This is an optimization exercise on Yosys and OpenROAD, whose aim is small area, a short achievable clock period and few clock cycles per item, not a production implementation. In this exercise RTL edits were held to simulation tests only and were not proved equivalent to the original.

before:
Design crc_helper, start of the top module:
module crc_helper (
    input  wire        clk,
    input  wire        rst,
    input  wire        start,
    output wire        start_ready,
    input  wire [7:0]  fn,
    input  wire [13:0] len,
    input  wire [63:0] poly,
    input  wire [63:0] init,
    input  wire [63:0] xorout,
    input  wire [31:0] cfg,
    input  wire [15:0] oldw,
    input  wire [15:0] neww,
    input  wire        in_valid,
    output wire        in_ready,
    input  wire [63:0] in_data,
    output reg         done,
    output wire [7:0]  status,
    output reg  [63:0] result
);
    reg         s_idle, s_dec, s_aln, s_run, s_out, s_fin;
    reg         ir;           
    reg         bad_r;        
    reg  [7:0]  fnr;
    reg  [6:0]  wr;
    reg         rin_r, rout_r, rsv_r;
    reg  [13:0] rem;          
    reg  [63:0] dreg;         
    reg  [3:0]  dbytes;       
    reg  [5:0]  cnt;          
    reg  [63:0] crc;          
    reg  [63:0] p;            
    reg         refin, kded, ksum;
    reg         k_crc32;
    reg         k_crc32c;
    reg         k_crc8;
    assign start_ready = s_idle;
    assign in_ready    = ir;
    assign status      = {5'd0, bad_r, 2'd0};
    wire f32   = (fnr == 8'h01);
    wire f32c  = (fnr == 8'h02);
    wire f8    = (fnr == 8'h03);
    wire f16   = (fnr == 8'h04);
    wire f32k  = (fnr == 8'h05);
    wire f64   = (fnr == 8'h06);
    wire fprog = (fnr == 8'h07);
    wire fcsum = (fnr == 8'h10);
    wire fupd  = (fnr == 8'h11);
    wire fcrc  = f32 | f32c | f8 | f16 | f32k | f64 | fprog;
    wire fsum  = fcsum | fupd;
    wire fded  = f32 | f32c | f8;
    wire refout = fprog ? rout_r : (f32 | f32c | f32k);
    wire refin_d = fprog ? rin_r : (f32 | f32c | f32k);
    wire bad = ~(fcrc | fsum)
             | ((fcrc | fcsum) & (rem > 14'd9216))
             | (fprog & ((wr < 7'd8) | (wr > 7'd64) | rsv_r));
    reg [63:0] cinit, cpoly;
    always @* begin
  ...
For scale: roughly 6600 cells after synthesis, ~310 flip-flops, roughly 420 I/O pins, roughly 50000 µm² of cells after synthesis.
==> flow/config.mk <==
export PLATFORM = sky130hd
export DESIGN_NAME = crc_helper
export DESIGN_NICKNAME = crc_helper
export VERILOG_FILES = /design/flow/design.v
export SDC_FILE = /design/flow/constraint.sdc
export NUM_CORES = 4
export LEC_CHECK = 0
export CAP_MARGIN = 20
export CORE_MARGIN = 2
export CORE_UTILIZATION = 50
export SLEW_MARGIN = 20
==> flow/constraint.sdc <==
create_clock -name core_clock -period 40.0 [get_ports {clk}]
set_input_delay 8.0000 -clock core_clock [delete_from_list [all_inputs] [get_ports {clk}]]
set_output_delay 8.0000 -clock core_clock [all_outputs]
set_load 0.01 [all_outputs]
standard.sh (not shown) runs the stock make flow with config.mk's settings and CLKGATE_MAP_FILE= SYNTH_SCRIPT=/design/flow/synth_recipe.tcl, a recipe that flattens the netlist after the stock synthesis.
==> flow/flow/run.sh <==
#!/bin/bash
# The standard layout, with repair_timing asked for more setup slack than the
# standard margin so that it sizes the paths that set the achieved period, and
# the ports buffered with buf_2 cells. The clock period and the constraints are
# the design's, unchanged.
set -euo pipefail
bash standard.sh SETUP_SLACK_MARGIN=30.6 \
    'BUFFER_PORTS_ARGS=-buffer_cell sky130_fd_sc_hd__buf_2' \
    finish > standard_make.log 2>&1
Testbench counts of before, summed over its fixed seeds: cycles 51,748, bytes 249,318.
### before -> after
diff --git a/flow/flow/run.sh b/flow/flow/run.sh
--- a/flow/flow/run.sh
+++ b/flow/flow/run.sh
@@ -5,5 +5,5 @@
 # the design's, unchanged.
 set -euo pipefail
-bash standard.sh SETUP_SLACK_MARGIN=30.6 \
+bash standard.sh SETUP_SLACK_MARGIN=31 \
     'BUFFER_PORTS_ARGS=-buffer_cell sky130_fd_sc_hd__buf_2' \
     finish > standard_make.log 2>&1
Notes after the runs:
after completed; timing, DRC and antenna clean
In terms of wire length of the first global-routing pass, after and before differ only marginally.
Highest achievable clock rate ends up higher on after.
Status: global-route usage parity (after, before)
Any difference in met2 track utilization from global routing between before and after is small enough to ignore.
in -> reg as the type of the worst setup path was reported by before, and reg -> out by after.
Taking before as the reference point, the minimum clock period after layout of after falls by 130 ps.
From before to after the numbers moved as follows: share of the final layout cell area in multi-input gates lower, clock buffer count rose by about 8%.

port drivers added, routing unchanged:
The flow's constraints put no driver on any port. The routed layouts listed below were extracted and timed again, unchanged, in two steps.
Step 1: set_driving_cell puts a clkbuf_16 on clk and a buf_2 on each other input, an assumption about the parent block.
Step 2 moves the port delays by t, midway between the first and last clock arrival at a register: inputs arrive t later, outputs are due t later. That takes back most of the time a late clock gives input paths.
Slacks: ideal / step 1 / step 2; pairs: ideal / step 1.
run | shift t [ns] | slack for setup (ns) | worst slew at a driven data input, ns
before | 0.673 | 30.743 / 30.731 / 30.106 | 0.18
after | 0.685 | 30.874 / 30.793 / 30.416 | 0.16
After both steps every run listed still meets setup and hold. The setup slack of before, which loses most, moves by -0.012 ns with the drivers and by -0.637 ns with both steps.
